From an optimization exercise on the open Yosys and OpenROAD flow, aimed at small area, a short achievable clock period and few clock cycles per item; shortcuts taken in it are not production practice. No run shown here included a check of the RTL's function; only the layout flow was run. No activity file was given, so power comes from the tool's default toggle rates.

File: flow/run.sh
#!/bin/bash
# synth_recipe.tcl (not shown) runs the flow's synth.tcl, then flattens the netlist and writes it again
# the make line also repeats each setting of config.mk as NAME=value (left out here)
make -C /OpenROAD-flow-scripts/flow DESIGN_CONFIG=/design/flow/config.mk WORK_HOME=/design/flow/orfs CLKGATE_MAP_FILE= SYNTH_SCRIPT=/design/flow/synth_recipe.tcl finish
File: flow/config.mk
export PLATFORM = sky130hd
export DESIGN_NAME = segdec
export DESIGN_NICKNAME = segdec
export VERILOG_FILES = /design/flow/design.v
export SDC_FILE = /design/flow/constraint.sdc
export NUM_CORES = 4
export LEC_CHECK = 0
export CAP_MARGIN = 20
export CORE_MARGIN = 2
export CORE_UTILIZATION = 40
export SLEW_MARGIN = 20
File: flow/constraint.sdc
create_clock -name core_clock -period 13.5 [get_ports {clk}]
set_input_delay 2.7000 -clock core_clock [delete_from_list [all_inputs] [get_ports {clk}]]
set_output_delay 2.7000 -clock core_clock [all_outputs]
set_load 0.01 [all_outputs]
File: flow/design.v
module segdec (
    input  wire        clk,
    input  wire        rst,
    input  wire        hdr_valid,
    output wire        hdr_ready,
    input  wire [63:0] hdr_tag,
    input  wire [3:0]  hdr_kind,
    input  wire [9:0]  hdr_len,
    input  wire [31:0] hdr_check,
    input  wire        din_valid,
    output wire        din_ready,
    input  wire [63:0] din_data,
    output reg         dout_valid,
    output reg  [71:0] dout_data,
    output reg         res_valid,
    output wire        res_check_ok,
    output wire        res_decode_ok
);
    localparam [1:0] I_IDLE = 2'd0, I_TAG = 2'd1, I_HDR = 2'd2, I_DATA = 2'd3;
    function [31:0] crc8;
        input [31:0] c;
        input [7:0]  d;
        integer k;
        reg [31:0] t;
        begin
            t = c ^ {24'd0, d};
            for (k = 0; k < 8; k = k + 1)
                t = t[0] ? ((t >> 1) ^ 32'h82F63B78) : (t >> 1);
            crc8 = t;
        end
    endfunction
    reg  [1:0]  ist;
    reg  [2:0]  bidx;         
    reg  [31:0] crc;
    reg  [31:0] check;
    reg         chk_ok;
    reg         cmp;          
    reg  [9:0]  blft;         
    reg         in_done;      
    reg         busy;         
    reg         raw;
    reg         err;
    reg  [6:0]  beats;        
    reg  [2:0]  lane;         
    reg  [8:0]  prev;
    reg         in_run;
    reg  [9:0]  rm;           
    reg  [23:0] w;            
    reg  [4:0]  cnt;          
    wire room = (cnt <= 5'd16) || err || (beats == 7'd0);
    wire in_data = (ist == I_DATA);
    wire last_byte = (bidx == 3'd7) || (blft == 10'd1);
    assign hdr_ready = (ist == I_HDR) && !busy;
    assign din_ready = in_data && last_byte && room;
    wire hdr_fire = hdr_valid && hdr_ready;
    wire adv = in_data && din_valid && room;
    wire tag_step = hdr_valid && ((ist == I_IDLE) || (ist == I_TAG));
    wire [7:0]  dbyte = din_data[8*bidx +: 8];
    wire [7:0]  tbyte = hdr_tag[8*bidx +: 8];
    wire [7:0]  cbyte = in_data ? dbyte : tbyte;
    wire [31:0] crc_in = (ist == I_IDLE) ? 32'hFFFFFFFF : crc;
    wire [31:0] crc_nx = crc8(crc_in, cbyte);
    reg  [3:0]  clen;
    reg  [3:0]  xb;
    reg         t_run;        
    reg         t_set;        
    reg  [9:0]  db;           
    reg         cin;
    always @(*) begin
        clen = 4'd2; xb = 4'd0; t_run = 1'b0; t_set = 1'b0; db = 10'd0; cin = 1'b0;
        casez ({w[0], w[1], w[2], w[3], w[4], w[5], w[6], w[7], w[8]})
            9'b00???????: begin clen = 4'd2; t_set = 1'b1; end
            9'b010??????: begin clen = 4'd3; t_run = 1'b1; db = 10'd0; end
            9'b011??????: begin clen = 4'd3; db = 10'd0; cin = 1'b1; end
            9'b100??????: begin clen = 4'd3; db = 10'h3FF; end
            9'b1010?????: begin clen = 4'd4; t_run = 1'b1; db = 10'd1; end
            9'b1011?????: begin clen = 4'd4; t_run = 1'b1; db = 10'd2; xb = 4'd1; end
            9'b11000????: begin clen = 4'd5; t_run = 1'b1; db = 10'd4; xb = 4'd2; end
            9'b11001????: begin clen = 4'd5; t_run = 1'b1; db = 10'd8; xb = 4'd3; end
            9'b11010????: begin clen = 4'd5; db = 10'd1; cin = 1'b1; end
            9'b11011????: begin clen = 4'd5; db = 10'h3FE; end
            9'b111000???: begin clen = 4'd6; t_set = 1'b1; xb = 4'd9; end
            9'b111001???: begin clen = 4'd6; t_run = 1'b1; db = 10'd16; xb = 4'd4; end
            9'b111010???: begin clen = 4'd6; t_run = 1'b1; db = 10'd256; xb = 4'd8; end
            9'b111011???: begin clen = 4'd6; db = 10'd2; cin = 1'b1; xb = 4'd1; end
            9'b111100???: begin clen = 4'd6; db = 10'h3FC; xb = 4'd1; end
            9'b1111010??: begin clen = 4'd7; t_run = 1'b1; db = 10'd32; xb = 4'd5; end
            9'b1111011??: begin clen = 4'd7; db = 10'd4; cin = 1'b1; xb = 4'd2; end
            9'b1111100??: begin clen = 4'd7; db = 10'h3F8; xb = 4'd2; end
            9'b11111010?: begin clen = 4'd8; t_run = 1'b1; db = 10'd64; xb = 4'd6; end
            9'b11111011?: begin clen = 4'd8; t_run = 1'b1; db = 10'd128; xb = 4'd7; end
            9'b11111100?: begin clen = 4'd8; db = 10'd8; cin = 1'b1; xb = 4'd3; end
            9'b11111101?: begin clen = 4'd8; db = 10'h3F0; xb = 4'd3; end
            9'b111111100: begin clen = 4'd9; db = 10'd16; cin = 1'b1; xb = 4'd4; end
            9'b111111101: begin clen = 4'd9; db = 10'h3E0; xb = 4'd4; end
            9'b111111110: begin clen = 4'd9; db = 10'd32; cin = 1'b1; xb = 4'd5; end
            default:      begin clen = 4'd9; db = 10'h3C0; xb = 4'd5; end
        endcase
    end
    wire [4:0]  tok_bits = {1'b0, clen} + {1'b0, xb};
    wire        tok_fit  = (tok_bits <= cnt);
    wire [8:0]  xsh      = w[clen +: 9];
    wire [8:0]  xval     = xsh & ~(9'h1FF << xb);
    wire [9:0]  dx       = db | {1'b0, xval};
    wire [10:0] pv       = t_set ? 11'd0 : {2'b00, prev};
    wire [10:0] v        = pv + {dx[9], dx} + {10'd0, cin};
    wire        val_ok   = (v[10:9] == 2'b00);
    wire act    = busy && !err && (beats != 7'd0);
    wire go_raw = raw && (cnt >= 5'd9);
    wire go_tok = !raw && tok_fit;
    wire go     = act && (in_run || go_raw || go_tok);
    wire tokrun = !in_run && !raw && t_run;
    wire isrun  = in_run || tokrun;
    wire [9:0]  fill_m = in_run ? rm : (tokrun ? dx : 10'd0);
    wire [9:0]  s      = fill_m + {7'd0, lane};
    wire        bdone  = (s >= 10'd7);
    wire [8:0]  val    = isrun ? prev : (raw ? w[8:0] : v[8:0]);
    wire [4:0]  consume = (!act || in_run) ? 5'd0 : raw ? (go_raw ? 5'd9 : 5'd0)
                                             : (tok_fit ? tok_bits : 5'd0);
    wire [7:0]  abyte  = adv ? dbyte : 8'd0;
    wire [31:0] wins   = {8'd0, w} | ({24'd0, abyte} << cnt);
    wire [31:0] wsh    = wins >> consume;
    wire [4:0]  cnt_in = cnt + (adv ? 5'd8 : 5'd0);
    integer i;
    always @(posedge clk) begin
        dout_valid <= 1'b0;
        res_valid  <= 1'b0;
        if (rst) begin
            ist   <= I_IDLE;
            bidx  <= 3'd0;
            busy  <= 1'b0;
            cmp   <= 1'b0;
        end else begin
            case (ist)
                I_IDLE, I_TAG: if (tag_step) begin
                    crc  <= crc_nx;
                    bidx <= bidx + 3'd1;
                    ist  <= (bidx == 3'd7 && ist == I_TAG) ? I_HDR : I_TAG;
                end
                I_HDR: if (hdr_fire) begin
                    ist   <= I_DATA;
                    bidx  <= 3'd0;
                end
                default: if (adv) begin
                    crc  <= crc_nx;
                    bidx <= bidx + 3'd1;
                    blft <= blft - 10'd1;
                    if (blft == 10'd1) begin
                        ist  <= I_IDLE;
                        bidx <= 3'd0;
                        cmp  <= 1'b1;
                    end
                end
            endcase
            if (cmp) begin
                cmp     <= 1'b0;
                chk_ok  <= (crc == ~check);
                in_done <= 1'b1;
            end
            if (hdr_fire) begin
                check   <= hdr_check;
                blft    <= hdr_len;
                busy    <= 1'b1;
                in_done <= 1'b0;
                raw     <= (hdr_kind == 4'h3);
                err     <= !((hdr_kind == 4'h1) || (hdr_kind == 4'h3 && hdr_len == 10'd576));
                beats   <= 7'd64;
                lane    <= 3'd0;
                prev    <= 9'd0;
                in_run  <= 1'b0;
                w       <= 24'd0;
                cnt     <= 5'd0;
            end else if (busy) begin
                w   <= wsh[23:0];
                cnt <= cnt_in - consume;
                if (act && !in_run && !raw && !tok_fit && blft == 10'd0)
                    err <= 1'b1;                     
                if (go && tokrun && (s[9:3] >= beats))
                    err <= 1'b1;                     
                if (go && !isrun && !raw && !val_ok)
                    err <= 1'b1;                     
                if (adv && beats == 7'd0)
                    err <= 1'b1;                     
                if (go) begin
                    for (i = 0; i < 8; i = i + 1)
                        if (i >= lane && (s[9:3] != 7'd0 || i <= s[2:0]))
                            dout_data[9*i +: 9] <= val;
                    dout_valid <= bdone;
                    if (bdone) begin
                        beats <= beats - 7'd1;
                        lane  <= 3'd0;
                    end else begin
                        lane  <= s[2:0] + 3'd1;
                    end
                    in_run <= isrun && (s >= 10'd8);
                    rm     <= s - 10'd8;
                    if (!isrun && !raw)
                        prev <= v[8:0];
                end
                if (in_done && (err || beats == 7'd0)) begin
                    busy      <= 1'b0;
                    res_valid <= 1'b1;
                end
            end
        end
    end
    assign res_check_ok  = chk_ok;
    assign res_decode_ok = !err && (cnt < 5'd8) && (w[6:0] == 7'd0);
endmodule
==> summary.txt, run 1 <==
Status
  – Status: timing/DRC/antenna clean

CTS
  – Clk buf depth: 3
  – # H-tree levels: 1
  – Total CTS buffers: 25
  – CTS sink cnt: 218
  – Post-CTS sizing: 0
  – Skew-Pair Late Insertion Delay: 550 ps
  – Hold buffer count at cts: 0
  – CTS root buffer: clkbuf_16
  – Register clock-pin slew on the reported worst setup and hold paths: 70 ps
  – Setup bufs post-CTS: 0
  – CTS tree: done

Placement
  – Port bufs: 255
  – Routability cong.: 0.9410
  – Dpl cells: 2,249
  – Final HPWL DP: 37.03 mm

Detailed routing
  – Max layer used: met4
  – Vias per cell: 5.730
  – WL met2: 23.05 mm
  – Routed wire length: 47.80 mm
  – DRT iter0 DRCs: 1,042
  – Via count: 13.15k
  – Met3 WL: 3.515 mm
  – DR pass1 iterations: 5
  – WL met1: 19.53 mm
  – WL/cell: 20.83 um
  – DRC: 0
  – Routed Antenna Nets: 0

Die
  – Die area: 40,450 um2
  – Core area: 38,470 um2
  – Row count: 72
  – IO Pins: 256
  – Die Width: 201.1 um
  – Chip height: 201.1 um
  – Starting Density: 40.41%

Power
  – Max VDD drop: 0.1053 mV
  – Sw Pwr: 0.0007548 W
  – Clock Power Share: 28.7%
  – Pint: 0.001649 W
  – Pwr dens: 124.3 nW/um2
  – Net Sw Frac: 31.40%
  – Pleak: 6.745 nW
  – Seq pwr share: 39.1%
  – Comb power frac: 32.2%

Synth
  – Count of cell types in the netlist: 100
  – Post-Synthesis Cells: 1,548
  – Synth Net Count: 1,771
  – Post-Syn Area: 15,540 um2
  – Yosys top cell by area: edfxtp_1
  – Ys flop type: edfxtp_1
  – Register area share after synthesis: 41.54%
  – Register bit total from synthesis: 218
  – Top cells by area, synth: edfxtp_1 (40%), mux4_2 (5.9%), xnor2_1 (5.9%)
  – Syn Area/Cell: 10.04 um2
  – Top-area cell type share of the netlist area: 40.38%
  – Yosys warns: 1
  – Number of synthesized flops with an enable pin: 209
  – FFs w/ async S/R, synth: 0%

Global routing
  – Congestion Overflow GR: 0
  – Vias in the first global route: 12.86k
  – First-pass GRT wire length: 73.65 mm
  – Total Routing Usage GR: 23.11%
  – Antenna violations before repair: 0
  – Largest net degree at the start of global routing: 42

Timing
  – Hold slack: 436.0 ps
  – Skew final: 15.96 ps
  – Final worst-path cycle share: 58.57%
  – Slew HR: 25.98%
  – RSZ-0062 raised after global routing: false
  – Post-route minimum period: 7907 ps
  – Final hold vios: 0
  – Final setup violation count: 0
  – Fmax: 126.5 MHz
  – Max Slew Vio Count: 0
  – Setup TNS: 0 ps
  – Worst slew pin tran: 1110 ps

Cells and area
  – N_diodes: 0
  – Fraction of layout cells with a size suffix above 1: 9.004%
  – NumNets Final: 1,981
  – Area Overhead vs Synth: 24.37%
  – Most common library cell in the layout ignoring fill and taps: clkdlybuf4s50_1
  – Cell Count, Final, Fillers Out: 2,295
  – Commonest cells after routing, fill and taps aside: clkdlybuf4s50_1 (255), edfxtp_1 (209), nor2_1 (162)

Worst setup path
  – CP Class: flip-flop to flip-flop
  – CP arrival: 8190 ps
  – Max stage delay on crit path: 1000 ps
  – CP endpoint kind: flip-flop
  – Slowest-stage cell, CP: edfxtp_1
  – CP max FO: 32
  – Crit-path cells: nand4_1, nor2_1, nor2_4, inv_2, ha_1, inv_1, fa_1, inv_1, ha_1, nor2b_1, o21a_1, o21a_1, o21a_1, o22ai_1, and3_1, clkinv_1, ha_1, ha_1, a21o_1, a21oi_1, xnor2_1, xnor2_1, nor2_1
  – Most Frequent Cell on Critical Path: ha_1
  – Worst EP required: 13,790 ps
  – CP startpoint kind: flip-flop

Run
  – Max Cap Violations: 0

Worst hold path
  – Hold Crit Class: flip-flop to flip-flop
final timing paths:
path                  to  from  cells past startpoint  slack, ps
setup reg to reg  cnt[4]  w[1]                     23       5590
hold reg to reg      cmp   cmp                      1        440
setup / recovery  cnt[4]  w[1]                     23       5590
hold / removal       cmp   cmp                      1        440
critical path, delay by kind of cell (launching register included):
| family | cells | cell delay [ps] |
|---|---|---|
| flops | 1 | 1000 |
| simple gates | 6 | 2050 |
| xor+xnor | 2 | 280 |
| compound gates | 6 | 1130 |
| fa+ha+maj | 5 | 1820 |
| buf+inv | 4 | 1320 |
power groups by stage:
stage,Sequential (W),Clock (W),Combinational (W)
after detailed placement,0.000951,0,0.000776
after global routing,0.000945,0.000736,0.000852
after CTS,0.000939,0.000708,0.000779
final,0.000939,0.000691,0.000774
after global placement,0.000952,0,0.000764
after floorplan,0.000916,0,0.000598
flip-flops by register name, indices dropped and copies added, names as in the netlist, 5 cells and up:
register and count:
dout_data 72, check 32, crc 32, w 24, blft 10, rm 10, prev 9, beats 7
cnt 5
area by class of cell:
type                    count  area, um2
well taps                 518      648.1
fillers                  3499      19140
clock inverters            17      188.9
flip-flops and latches    218       6457
repair buffers            276       2710
multi-input cells        1176       8457
clock buffers              29      640.6
inverters                  61      229.0
logic make-up (layout without fill, tap and decap cells):
logic type | after synthesis | in the layout | share of synthesized area [%]
buf+inv | 154 | 383 | 4.242
mux | 92 | 92 | 9.378
compound gates | 425 | 425 | 17.85
simple gates | 467 | 467 | 14.31
flops | 218 | 218 | 41.54
xor+xnor | 146 | 146 | 8.710
fa+ha+maj | 46 | 46 | 3.977
metrics by stage:
| step | cell area (um2) | setup slack, ps | util [%] | total power [W] |
|---|---|---|---|---|
| after floorplan | 15540 | 7233 | - | 0.001514 |
| after global placement | 18500 | 6019 | 48.10 | 0.001717 |
| after detailed placement | 18500 | 5763 | 48.10 | 0.001728 |
| after CTS | 19330 | 5715 | 50.25 | 0.002426 |
| after global routing | 19330 | 4938 | 50.25 | 0.002532 |
| final | 19330 | 5593 | 50.25 | 0.002404 |
routing by layer:
| layer | GRT usage [%] | vias to the layer above |
|---|---|---|
| li1 | - | 6220 |
| met4 | 8.704 | 0 |
| met5 | 0 | - |
| met2 | 39.48 | 602 |
| met3 | 4.001 | 90 |
| met1 | 29.30 | 6239 |
Yosys cell counts (16+ instances only):
cell,instances
mux2i_1,35
a31oi_1,23
xnor2_1,105
nor2_1,164
o21ai_1,26
nand3_1,21
nand2b_1,16
nand2_1,114
and2_1,16
a21oi_1,121
edfxtp_1,209
and3_1,21
o21ai_0,68
ha_1,39
o211ai_1,18
mux4_2,41
inv_1,55
nor3_1,34
buf_2,19
xor2_1,34
clkbuf_1,52
==> inputs of run 2 (changes only) <==
--- a/flow/config.mk
+++ b/flow/config.mk
@@ -7,5 +7,7 @@
 export LEC_CHECK = 0
 export CAP_MARGIN = 20
 export CORE_MARGIN = 2
-export CORE_UTILIZATION = 40
+export CORE_UTILIZATION = 60
+export GPL_TIMING_DRIVEN = 1
+export SETUP_SLACK_MARGIN = 5
 export SLEW_MARGIN = 20
==> summary.txt, run 2 <==
CTS
  – CTS tree: done
  – CTS root buffer: clkbuf_16
  – Post-CTS sizing: 0 (unchanged)
  – Setup bufs post-CTS: 0 (unchanged)
  – Skew-Pair Late Insertion Delay: 540 ps (about the same)
  – Clk buf depth: 3 (unchanged)
  – # H-tree levels: 1 (unchanged)
  – Total CTS buffers: 24 (-4.0%)
  – Register clock-pin slew on the reported worst setup and hold paths: 60 ps (about the same)
  – Hold buffer count at cts: 0 (unchanged)
  – CTS sink cnt: 218 (unchanged)

Detailed routing
  – WL met2: 23.59 mm (+2.4%)
  – Routed wire length: 47.37 mm (-0.89%)
  – Max layer used: met4
  – Vias per cell: 6.522 (+14%)
  – WL met1: 17.70 mm (-9.4%)
  – DRT iter0 DRCs: 1,609 (+54%)
  – DR pass1 iterations: 6 (+1)
  – Via count: 13.72k (+4.3%)
  – WL/cell: 22.52 um (+8.2%)
  – DRC: 0 (unchanged)
  – Met3 WL: 3.869 mm (+10%)
  – Routed Antenna Nets: 0 (unchanged)

Synth
  – Synth cell count leaders: edfxtp_1 (209), nor2_1 (164), a21oi_1 (121)
  – Synth Net Count: 1,771 (unchanged)
  – Ys flop type: edfxtp_1
  – Top cells by area, synth: edfxtp_1 (40%), mux4_2 (5.9%), xnor2_1 (5.9%)
  – Post-Synthesis Cells: 1,548 (unchanged)
  – Top-area cell type share of the netlist area: 40.38% (unchanged)
  – Post-Syn Area: 15,540 um2 (unchanged)
  – Register area share after synthesis: 41.54% (unchanged)
  – Yosys top cell by area: edfxtp_1
  – Number of synthesized flops with an enable pin: 209 (unchanged)
  – Top-count cell post-synth: edfxtp_1
  – FFs w/ async S/R, synth: 0% (unchanged)
  – Count of cell types in the netlist: 100 (unchanged)
  – Syn Area/Cell: 10.04 um2 (unchanged)
  – Yosys warns: 1 (unchanged)
  – Register bit total from synthesis: 218 (unchanged)

Cells and area
  – Design Area, Final: 18,980 um2 (-1.8%)
  – Register area: 6457 um2 (unchanged)
  – Fraction of layout cells with a size suffix above 1: 8.465% (-0.54 points)
  – Top Registers: dout_data: 72 flops, check: 32 flops, crc: 32 flops
  – Multi-input gate area: 8463 um2 (about the same)
  – Cell Count, Final, Fillers Out: 2,103 (-8.4%)
  – Commonest cells after routing, fill and taps aside: clkdlybuf4s50_1 (255), edfxtp_1 (209), nor2_1 (162)
  – Area Overhead vs Synth: 22.10%
  – Final Util: 74.94% (+25 points)
  – Largest Register: dout_data
  – Fill count: 1,786 (-49%)
  – Most common library cell in the layout ignoring fill and taps: clkdlybuf4s50_1
  – NumNets Final: 1,980 (-0.050%)
  – Largest register FFs: 72 (unchanged)

Global routing
  – Largest net degree at the start of global routing: 42 (unchanged)
  – Vias in the first global route: 13.18k (+2.5%)
  – First-pass GRT wire length: 72.08 mm (-2.1%)
  – Antenna violations before repair: 1 (+1)
  – Congestion Overflow GR: 0 (unchanged)
  – Total Routing Usage GR: 34.54% (+11 points)

Power
  – Pleak: 6.689 nW (-0.83%)
  – Pwr dens: 122.8 nW/um2 (-1.3%)
  – Max VDD drop: 0.1296 mV (+23%)

Die
  – Row count: 58 (-19%)
  – Chip height: 165.0 um (-18%)
  – Core area: 25,330 um2 (-34%)
  – IO Pins: 256 (unchanged)
  – Die Width: 165.0 um (-18%)
  – Starting Density: 61.37% (+21 points)
  – Die area: 27,210 um2 (-33%)

Worst setup path
  – Max stage delay on crit path: 980 ps (-20 ps)
  – Slowest-stage cell, CP: edfxtp_1
  – Worst EP required: 13,780 ps (about the same)
  – Crit-path cells: nand4_1, nor2_1, nor2_4, inv_2, ha_1, inv_1, fa_1, inv_1, ha_1, nor2b_1, o21a_1, o21a_1, o21a_1, o22ai_1, and3_1, clkinv_1, ha_1, ha_1, a21o_1, a21oi_1, xnor2_1, xnor2_1, nor2_1
  – Most Frequent Cell on Critical Path: ha_1
  – CP startpoint kind: flip-flop
  – CP arrival: 8070 ps (-120 ps)
  – CP endpoint kind: flip-flop
  – CP Class: flip-flop to flip-flop
  – CP max FO: 32 (unchanged)

Run
  – Max Cap Violations: 0 (unchanged)

Placement
  – Port bufs: 255 (unchanged)
  – Final HPWL DP: 36.18 mm (-2.3%)
  – Post-placement cell area: 18,250 um2 (-1.4%)
  – Routability cong.: 0.9618 (+2.2%)
  – Dpl cells: 2,059 (-8.4%)

Timing
  – Skew final: 18.75 ps (+2.797 ps)
  – Final worst-path cycle share: 57.71% (-0.86 points)
  – Post-route minimum period: 7790 ps (-116.4 ps)
  – Max Slew Vio Count: 0 (unchanged)
  – RSZ-0062 raised after global routing: false
  – Fmax: 128.4 MHz (+1.5%)
  – Worst slew pin tran: 1132 ps (+21.56 ps)
  – Final setup violation count: 0 (unchanged)
  – Hold slack: 437.1 ps (+1.120 ps)
  – Setup TNS: 0 ps (unchanged)
  – Slew HR: 24.55% (-1.4 points)
  – Final hold vios: 0 (unchanged)

Worst hold path
  – Hold Crit Class: flip-flop to flip-flop

Status
  – Status: timing/DRC/antenna clean
[run 2: cells by family after synthesis]
family	after synthesis	synth area share, %
mux	92	9.378
flops	218	41.54
simple gates	467	14.31
xor+xnor	146	8.710
buf+inv	154	4.242
fa+ha+maj	46	3.977
compound gates	425	17.85
[run 2: cell type report]
cell class                      count  area share (%)
Clock buffer                       33           3.342
Inverter                           61           1.206
Clock inverter                      8          0.3824
Antenna cell                        1         0.01318
Tap cell                          330           2.175
Multi-Input combinational cell   1176           44.59
Timing Repair Buffer              276           14.27
Sequential cell                   218           34.02
[run 2: critical path, delay by kind of cell (launching register included)]
kind | cells | cell delay (ps)
fa+ha+maj | 5 | 1800
buf+inv | 4 | 1280
xor+xnor | 2 | 300
compound gates | 6 | 1100
flops | 1 | 980
simple gates | 6 | 2040
[run 2: path summary, 6_finish.rpt]
check,depth (start not counted),start,endpoint,slack [ps]
min reg2reg,1,cmp,cmp,440
min,1,cmp,cmp,440
max reg2reg,23,w[1],cnt[4],5710
max,23,w[1],cnt[4],5710
[run 2: layer usage]
metal / track usage [%] / up-vias
met2: 59.30 / 768
met3: 5.148 / 122
met4: 15.45 / 0
met5: 0 / -
met1: 43.39 / 6619
li1: - / 6207
[run 2: report_power, final]
group          internal, W  leakage [nW]  switching [W]
Sequential        0.000868          1.98      0.0000669
Clock             0.000346         0.344       0.000265
Combinational     0.000377          4.37       0.000406
[run 2: through the flow]
stage	total power, W	setup WS, ps
after global routing	0.002422	5149
final	0.002330	5710
after detailed placement	0.001715	5952
after global placement	0.001697	6194
after CTS	0.002327	5917
after floorplan	0.001514	7233
==> inputs of run 3 (changes only) <==
--- a/flow/config.mk
+++ b/flow/config.mk
@@ -5,9 +5,9 @@
 export SDC_FILE = /design/flow/constraint.sdc
 export NUM_CORES = 4
 export LEC_CHECK = 0
-export CAP_MARGIN = 20
+export CAP_MARGIN = 50
 export CORE_MARGIN = 2
 export CORE_UTILIZATION = 60
 export GPL_TIMING_DRIVEN = 1
 export SETUP_SLACK_MARGIN = 5
-export SLEW_MARGIN = 20
+export SLEW_MARGIN = 70
==> summary.txt, run 3 <==
Status
  – Status: timing/DRC/antenna clean

Global routing
  – Total Routing Usage GR: 35.51% (+0.96 points)
  – Congestion Overflow GR: 0 (unchanged)
  – Largest net degree at the start of global routing: 42 (unchanged)
  – Antenna violations before repair: 2 (+1)
  – Vias in the first global route: 13.51k (+2.5%)
  – First-pass GRT wire length: 74.40 mm (+3.2%)

Timing
  – Post-route minimum period: 6832 ps (-958.1 ps)
  – Skew final: 10.24 ps (-8.516 ps)
  – Fmax: 146.4 MHz (+14%)
  – Final worst-path cycle share: 50.61% (-7.1 points)
  – Worst Setup Slack, final: 6668 ps (+958.1 ps)
  – Final hold vios: 0 (unchanged)
  – Slew HR: 68.09% (+44 points)
  – Setup TNS: 0 ps (unchanged)
  – Worst slew pin tran: 476.8 ps (-655.0 ps)
  – Final setup violation count: 0 (unchanged)
  – Hold slack: 430.7 ps (-6.402 ps)
  – Max Slew Vio Count: 0 (unchanged)
  – RSZ-0062 raised after global routing: false

Die
  – Chip height: 165.0 um (unchanged)
  – Row count: 58 (unchanged)
  – Core area: 25,330 um2 (unchanged)
  – Starting Density: 61.37% (unchanged)
  – Die area: 27,210 um2 (unchanged)
  – IO Pins: 256 (unchanged)
  – Die Width: 165.0 um (unchanged)

Cells and area
  – NumNets Final: 2,026 (+2.3%)
  – Top Registers: dout_data: 72 flops, check: 32 flops, crc: 32 flops
  – Largest register FFs: 72 (unchanged)
  – Area Overhead vs Synth: 27.59%
  – Design Area, Final: 19,830 um2 (+4.5%)
  – Fraction of layout cells with a size suffix above 1: 15.06% (+6.6 points)
  – Most common library cell in the layout ignoring fill and taps: clkdlybuf4s50_1
  – Largest Register: dout_data
  – Commonest cells after routing, fill and taps aside: clkdlybuf4s50_1 (255), edfxtp_1 (209), nor2_1 (156)
  – Fill count: 1,676 (-6.2%)

Worst hold path
  – Hold Path Stages: 1 (unchanged)
  – Hold Path Origin: cmp
  – Hold Crit Class: flip-flop to flip-flop
  – Worst hold endpoint: cmp

Placement
  – Port bufs: 255 (unchanged)
  – Final HPWL DP: 37.25 mm (+3.0%)
  – Routability cong.: 0.9618 (unchanged)
  – Setup Slack @ Placement: 6875 ps (+923.5 ps)
  – Post-placement cell area: 18,880 um2 (+3.5%)

Worst setup path
  – Max stage delay on crit path: 540 ps (-440 ps)
  – CP arrival: 7130 ps (-940 ps)
  – Reg2reg start: w[5]
  – CP endpoint kind: flip-flop
  – Worst EP required: 13,800 ps (+20 ps)
  – CP max FO: 14 (-56%)
  – Reg2reg path depth: 29 (+26%)
  – CP Class: flip-flop to flip-flop
  – CP startpoint kind: flip-flop
  – Most Frequent Cell on Critical Path: o21ai_0
  – Flop2flop setup slack: 6670 ps (+960 ps)
  – Crit Reg-Reg Endpoint: err
  – Slowest-stage cell, CP: edfxtp_1

Synth
  – Top cells by area, synth: edfxtp_1 (40%), mux4_2 (5.9%), xnor2_1 (5.9%)
  – Register area share after synthesis: 41.54% (unchanged)
  – Top-count cell post-synth: edfxtp_1
  – Post-Synthesis Cells: 1,548 (unchanged)
  – Count of cell types in the netlist: 100 (unchanged)
  – Yosys top cell by area: edfxtp_1
  – Number of synthesized flops with an enable pin: 209 (unchanged)
  – Register bit total from synthesis: 218 (unchanged)
  – Synth cell count leaders: edfxtp_1 (209), nor2_1 (164), a21oi_1 (121)
  – Post-Syn Area: 15,540 um2 (unchanged)
  – Syn Area/Cell: 10.04 um2 (unchanged)
  – Ys flop type: edfxtp_1
  – Synth Net Count: 1,771 (unchanged)
  – Yosys warns: 1 (unchanged)
  – FFs w/ async S/R, synth: 0% (unchanged)
  – Top-area cell type share of the netlist area: 40.38% (unchanged)

CTS
  – CTS tree: done
  – Register clock-pin slew on the reported worst setup and hold paths: 60 ps (about the same)
  – Clk buf depth: 3 (unchanged)
  – Hold buffer count at cts: 0 (unchanged)
  – CTS root buffer: clkbuf_16
  – Post-CTS sizing: 0 (unchanged)
  – CTS sink cnt: 218 (unchanged)
  – # H-tree levels: 1 (unchanged)
  – Skew-Pair Late Insertion Delay: 530 ps (about the same)
  – Setup bufs post-CTS: 0 (unchanged)
  – Total CTS buffers: 24 (unchanged)

Detailed routing
  – DRC: 0 (unchanged)
  – Vias per cell: 6.451 (-1.1%)
  – Routed Antenna Nets: 0 (unchanged)
  – Routed wire length: 48.75 mm (+2.9%)
  – DR pass1 iterations: 9 (+3)
  – DRT iter0 DRCs: 1,811 (+13%)
  – WL/cell: 22.66 um (+0.62%)
  – Via count: 13.88k (+1.2%)

Power
  – Pleak: 6.982 nW (+4.4%)
  – Pwr dens: 121.6 nW/um2 (-0.95%)
  – PnR Total Power: 0.002411 W (+3.5%)
  – Max VDD drop: 0.1168 mV (-9.9%)

Run
  – Max Cap Violations: 0 (unchanged)
## run 3: stage by stage
step	std cells	utilization (%)
finish	2151	78.30
global route	2151	78.30
CTS	2142	77.47
detailed placement	2100	74.55
global placement	2059	72.04
floorplan	1548	-
## run 3: worst max-delay path: cells and delay by family (launching register included)
kind / cells / cell delay, ps
AOI/OAI and AO/OA: 14 / 2670
xor gates and xnor gates: 1 / 200
adders and majority gates: 2 / 580
buffers and inverters: 5 / 1040
DFF: 1 / 540
and+or+nand+nor: 7 / 1540
## run 3: worst max-delay path by stage
stage                     slack [ps]  start      endpoint  depth (start not counted)
after floorplan                 7230   w[1]  dout_data[0]                         22
after global placement          6190   w[1]        cnt[4]                         23
after detailed placement        6880   w[5]           err                         29
after CTS                       6830   w[3]           err                         29
after global routing            6300   w[5]           err                         29
final                           6670   w[5]           err                         29
## run 3: cells by family (layout without fill, tap and decap cells)
group           after synthesis  after routing  synth area share [%]
buf+inv                     154            425                 4.242
xor+xnor                    146            146                 8.710
compound gates              425            425                 17.85
simple gates                467            467                 14.31
mux                          92             92                 9.378
flops                       218            218                 41.54
fa+ha+maj                    46             46                 3.977
other cells                   0              2                     0
## run 3: final cells by class
class | instances | area [um2] | share of cell area, %
multi-input cells | 1176 | 8974 | 45.25
diodes | 2 | 5.005 | 0.02524
flip-flops and latches | 218 | 6462 | 32.59
clock buffers | 29 | 619.3 | 3.123
clock inverters | 13 | 118.9 | 0.5994
well taps | 330 | 412.9 | 2.082
inverters | 61 | 237.7 | 1.199
repair buffers | 322 | 3002 | 15.14
## run 3: per-layer routing
layer  global-route usage (%)  routed length [um]  vias to the layer above
met3                    4.922                4061                      136
met4                    15.30                2250                        0
met2                    61.83               24510                      815
li1                         -                   -                     6308
met1                    44.32               17920                     6617
met5                        0                   0                        -
## run 3: power by group
group	total, W	leakage (nW)	internal [W]	switching, W
clock	0.000634	0.362	0.000363	0.000271
combinational	0.000844	4.64	0.000402	0.000443
sequential	0.000933	1.98	0.000868	0.0000655
total	0.00241	6.98	0.00163	0.000779

[re-timing with driven ports]
How much do the figures lean on ideal ports? The routed layouts below were timed once more, with nothing changed but the port constraints. Step 1 sets driving cells, clkbuf_16 on the clock port and buf_2 on the other inputs (assumed; they add their load-dependent delay and slew). Step 2 also shifts input and output timing later by t, the mid clock arrival at the registers, as if the neighbouring blocks saw the same clock. Three values: ideal, step 1, step 2; two values: the first two.
run | shift t [ns] | setup slack, ns | cell pins on the clock port's net
run 1 | 0.601 | 5.593 / 5.593 / 5.593 | 1
run 2 | 0.589 | 5.710 / 5.710 / 5.710 | 1
run 3 | 0.577 | 6.668 / 6.668 / 6.668 | 1
After both steps every run listed still meets setup and hold.
